Context: an optimization exercise on an open-source flow, tuned for small area and a short achievable clock period. The choices shown serve that exercise and are no tape-out recipe. Function was checked by simulation only, so behaviour that the tests miss may differ from the original.

==> flow/design.v <==
module squall_q0 #(
    parameter DEPTH = 32,
    parameter AW    = 5
) (
    input  wire        clk,
    input  wire        rst,           
    input  wire        ev_valid,
    input  wire [63:0] ev_time,
    input  wire [15:0] ev_code,
    input  wire [7:0]  ev_src,
    input  wire [7:0]  ev_count,
    input  wire [31:0] ev_arg,
    input  wire        fr_ready,
    output reg         fr_valid,
    output wire [63:0] fr_time,
    output wire [15:0] fr_code,
    output wire [7:0]  fr_src,
    output reg  [7:0]  fr_count,
    output wire [31:0] fr_arg,
    output reg  [AW:0] level,
    input  wire        lost_clr,
    output reg  [31:0] lost
);
    reg [63:0] e_time  [0:DEPTH-1];
    reg [15:0] e_code  [0:DEPTH-1];
    reg [7:0]  e_src   [0:DEPTH-1];
    reg [7:0]  e_count [0:DEPTH-1];
    reg [31:0] e_arg   [0:DEPTH-1];
    reg [63:0]      pw_time;
    reg [15:0]      pw_code;
    reg [7:0]       pw_src;
    reg [7:0]       pw_count;
    reg [31:0]      pw_arg;
    reg [DEPTH-1:0] pw_oh;
    reg [AW-1:0] head;
    reg [AW-1:0] tail;
    reg          full;
    reg          one;             
    wire pop       = fr_valid && fr_ready;
    wire space     = !full || fr_ready;
    wire do_lose   = ev_valid && full && !fr_ready;
    wire do_append = ev_valid && space;
    wire [7:0] in_count = (ev_count == 8'd0) ? 8'd1 : ev_count;
    wire [1:0] in_sev   = ev_code[11:10];
    reg [1:0]       sev [0:DEPTH-1];
    reg [DEPTH-1:0] has_sev3, has_sev2, has_sev1;
    reg [1:0]       low_sev;
    reg [DEPTH-1:0] slot_low;
    reg [DEPTH-1:0] at_head;         
    reg [DEPTH-1:0] below_tail;      
    reg [DEPTH-1:0] tail_oh;
    reg [DEPTH-1:0] head_oh;
    reg [DEPTH-1:0] next_oh;         
    reg [2*DEPTH-1:0] low_2x;
    reg [2*DEPTH-1:0] low_pre;       
    reg [2*DEPTH-1:0] repl_2x;
    reg [DEPTH-1:0] repl_oh;         
    integer i, s;
    always @* begin
        for (i = 0; i < DEPTH; i = i + 1) begin
            sev[i]        = pw_oh[i] ? pw_code[11:10] : e_code[i][11:10];
            has_sev3[i]   = (sev[i] == 2'd3);
            has_sev2[i]   = (sev[i] == 2'd2);
            has_sev1[i]   = (sev[i] == 2'd1);
            at_head[i]    = (i >= head);
            below_tail[i] = (i < tail);
            tail_oh[i]    = (i == tail);
            head_oh[i]    = (i == head);
        end
        next_oh = {head_oh[DEPTH-2:0], head_oh[DEPTH-1]};
        low_sev = (|has_sev3) ? 2'd3 : (|has_sev2) ? 2'd2 : (|has_sev1) ? 2'd1 : 2'd0;
        for (i = 0; i < DEPTH; i = i + 1)
            slot_low[i] = (sev[i] == low_sev);
        low_2x = {slot_low, slot_low & at_head};
        low_pre = low_2x << 1;
        for (s = 1; s < 2*DEPTH; s = s * 2)
            low_pre = low_pre | (low_pre << s);
        repl_2x = low_2x & ~low_pre;
        repl_oh = repl_2x[2*DEPTH-1:DEPTH] | repl_2x[DEPTH-1:0];
    end
    wire              pw_match = (pw_code == ev_code) && (pw_src == ev_src);
    reg [DEPTH-1:0]   match;
    reg [2*DEPTH-1:0] match_2x;
    reg [2*DEPTH-1:0] match_suf;     
    reg [2*DEPTH-1:0] merge_2x;
    reg [DEPTH-1:0]   merge_oh;      
    always @* begin
        for (i = 0; i < DEPTH; i = i + 1)
            match[i] = pw_oh[i] ? pw_match : (e_code[i] == ev_code) && (e_src[i] == ev_src);
        match_2x = {pm_match & below_tail, pm_match & ~below_tail};
        match_suf = match_2x >> 1;
        for (s = 1; s < 2*DEPTH; s = s * 2)
            match_suf = match_suf | (match_suf >> s);
        merge_2x = match_2x & ~match_suf;
        merge_oh = merge_2x[2*DEPTH-1:DEPTH] | merge_2x[DEPTH-1:0];
    end
    reg [DEPTH-1:0] pm_match;        
    reg             pm_valid;
    wire merge_hit = |match;
    wire repl_ok   = do_lose && !merge_hit && (low_sev >= in_sev);
    wire do_merge  = do_lose && merge_hit;
    genvar g;
    generate
        for (g = 0; g < DEPTH; g = g + 1) begin : slot
            wire       inc  = pm_valid && merge_oh[g];
            always @(posedge clk) begin
                if (pw_oh[g]) begin
                    e_time[g] <= pw_time;
                    e_code[g] <= pw_code;
                    e_src[g]  <= pw_src;
                    e_arg[g]  <= pw_arg;
                end
                if (inc && e_count[g] != 8'hFF)
                    e_count[g] <= e_count[g] + 8'd1;
                else if (pw_oh[g])
                    e_count[g] <= pw_count;
            end
        end
    endgenerate
    always @(posedge clk) begin
        pw_time  <= ev_time;
        pw_code  <= ev_code;
        pw_src   <= ev_src;
        pw_count <= in_count;
        pw_arg   <= ev_arg;
        pm_match <= match;
        if (rst) begin
            pw_oh    <= {DEPTH{1'b0}};
            pm_valid <= 1'b0;
        end else begin
            pw_oh    <= ({DEPTH{do_append}} & tail_oh) | ({DEPTH{repl_ok}} & repl_oh);
            pm_valid <= do_merge;
        end
    end
    reg [63:0] nx_time;
    reg [15:0] nx_code;
    reg [7:0]  nx_src;
    reg [7:0]  nx_count;
    reg [31:0] nx_arg;
    always @* begin
        if (|(pw_oh & next_oh)) begin
            nx_time = pw_time; nx_code = pw_code; nx_src = pw_src; nx_count = pw_count; nx_arg = pw_arg;
        end else begin
            nx_time = 64'd0; nx_code = 16'd0; nx_src = 8'd0; nx_count = 8'd0; nx_arg = 32'd0;
            for (i = 0; i < DEPTH; i = i + 1) begin
                nx_time  = nx_time  | (e_time[i]  & {64{next_oh[i]}});
                nx_code  = nx_code  | (e_code[i]  & {16{next_oh[i]}});
                nx_src   = nx_src   | (e_src[i]   & {8{next_oh[i]}});
                nx_count = nx_count | (e_count[i] & {8{next_oh[i]}});
                nx_arg   = nx_arg   | (e_arg[i]   & {32{next_oh[i]}});
            end
            if (pm_valid && |(merge_oh & next_oh) && nx_count != 8'hFF)
                nx_count = nx_count + 8'd1;
        end
    end
    wire hd_from_ev  = (do_append && (!fr_valid || (one && fr_ready))) ||
                       (repl_ok && |(repl_oh & head_oh));
    wire hd_from_nx  = pop && !one;
    wire hd_inc      = do_lose && |(match & head_oh) && !(|(match & ~head_oh));
    reg [63:0] hd_time;
    reg [15:0] hd_code;
    reg [7:0]  hd_src;
    reg [31:0] hd_arg;
    reg        sel;
    assign fr_time = sel ? pw_time : hd_time;
    assign fr_code = sel ? pw_code : hd_code;
    assign fr_src  = sel ? pw_src  : hd_src;
    assign fr_arg  = sel ? pw_arg  : hd_arg;
    always @(posedge clk) begin
        sel <= hd_from_ev;
        if (hd_from_nx) begin
            hd_time <= nx_time;
            hd_code <= nx_code;
            hd_src  <= nx_src;
            hd_arg  <= nx_arg;
        end else if (sel) begin
            hd_time <= pw_time;
            hd_code <= pw_code;
            hd_src  <= pw_src;
            hd_arg  <= pw_arg;
        end
        if (hd_from_ev)
            fr_count <= in_count;
        else if (hd_from_nx)
            fr_count <= nx_count;
        else if (hd_inc && fr_count != 8'hFF)
            fr_count <= fr_count + 8'd1;
    end
    wire [AW:0] level_n = level + {{AW{1'b0}}, do_append} - {{AW{1'b0}}, pop};
    always @(posedge clk) begin
        if (rst) begin
            head     <= {AW{1'b0}};
            tail     <= {AW{1'b0}};
            full     <= 1'b0;
            one      <= 1'b0;
            fr_valid <= 1'b0;
            level    <= {(AW+1){1'b0}};
            lost     <= 32'd0;
        end else begin
            if (pop)
                head <= head + 1'b1;
            if (do_append)
                tail <= tail + 1'b1;
            level    <= level_n;
            full     <= level_n[AW];
            one      <= (level_n == 1);
            fr_valid <= (level_n != 0);
            if (lost_clr)
                lost <= {31'd0, do_lose};
            else if (do_lose && lost != 32'hFFFF_FFFF)
                lost <= lost + 32'd1;
        end
    end
endmodule
==> flow/config.mk <==
export PLATFORM = sky130hd
export DESIGN_NAME = squall_q0
export DESIGN_NICKNAME = squall_q0
export VERILOG_FILES = /design/flow/design.v
export SDC_FILE = /design/flow/constraint.sdc
export NUM_CORES = 4
export LEC_CHECK = 0
export ABC_CLOCK_PERIOD_IN_PS = 2000
export CAP_MARGIN = 20
export CORE_MARGIN = 2
export CORE_UTILIZATION = 40
export CTS_BUF_LIST = sky130_fd_sc_hd__clkbuf_8 sky130_fd_sc_hd__clkbuf_16
export CTS_CLUSTER_SIZE = 30
export SLEW_MARGIN = 20
==> flow/constraint.sdc <==
create_clock -name core_clock -period 36.0 [get_ports {clk}]
set_input_delay 7.2000 -clock core_clock [delete_from_list [all_inputs] [get_ports {clk}]]
set_output_delay 7.2000 -clock core_clock [all_outputs]
set_load 0.01 [all_outputs]
standard.sh (not shown) runs the stock make flow with config.mk's settings and CLKGATE_MAP_FILE= SYNTH_SCRIPT=/design/flow/synth_recipe.tcl, a recipe that flattens the netlist after the stock synthesis.
==> flow/flow/run.sh <==
#!/bin/bash
# The standard layout, with timing repair after CTS and global routing
# aiming at a setup slack well above zero at the design's clock period.
set -euo pipefail
bash standard.sh SETUP_SLACK_MARGIN=27 finish > standard.log 2>&1
The starting point completed with no timing, DRC or antenna violations.
==> next run, changes <==
==> flow/flow/run.sh (replaced) <==
#!/bin/bash
# The standard layout, with every port on the bottom edge and timing repair
# after CTS and global routing aiming at a setup slack well above zero at
# the design's clock period.
set -euo pipefail
bash standard.sh IO_CONSTRAINTS=$PWD/flow/io.tcl SETUP_SLACK_MARGIN=27 finish > standard.log 2>&1
==> flow/flow/io.tcl (new file) <==
# Keep every port on the bottom edge, so that the head copy, the event
# registers and the port buffers sit together.
set_io_pin_constraint -region bottom:* -pin_names [concat [get_object_name [all_inputs]] [get_object_name [all_outputs]]]
Settings changed: CTS_BUF_LIST sky130_fd_sc_hd__clkbuf_8 sky130_fd_sc_hd__clkbuf_16 to unset, CTS_CLUSTER_SIZE 30 to unset.
The new run stopped in floorplan.
Synthesized area is unchanged.
Synthesized cell count does not change.
==> next run, changes <==
==> flow/flow/run.sh (replaced) <==
#!/bin/bash
# The standard layout, with timing repair after CTS and global routing
# aiming at a setup slack well above zero at the design's clock period.
set -euo pipefail
bash standard.sh SETUP_SLACK_MARGIN=27 finish > standard.log 2>&1
Settings changed: CTS_CLUSTER_DIAMETER set to 80, CTS_CLUSTER_SIZE set to 25.
removed: flow/flow/io.tcl
What happened:
- This time the run went through all stages and came out clean
- synthesized area is unchanged
- synthesized cell count stays the same

## what the ideal ports hide
The results above use ideal ports. As a check the final layouts listed here were re-extracted and re-timed, cells and wires unchanged.
Step 1, drivers: a clkbuf_16 drives clk and a buf_2 each remaining input, both assumed.
Step 2 times the ports against the registers' clock, not the clock port: input delays grow and output delays shrink by t, the midpoint of the rising clock arrivals with the driver on.
a / b / c = no drivers / after step 1 / after step 2; a / b = the first two.
run	t (ns)	setup WS [ns]	worst register clock-pin slew, ns	worst slew at a driven data input, ns
the first run	1.124	26.077 / 25.953 / 25.275	0.07 / 0.07	0.13
the third run	1.094	26.156 / 26.032 / 25.186	0.11 / 0.11	0.12
After both steps setup and hold are still met in every run listed. The setup slack of the third run, which loses most, moves by -0.124 ns with the drivers and by -0.970 ns with both steps.
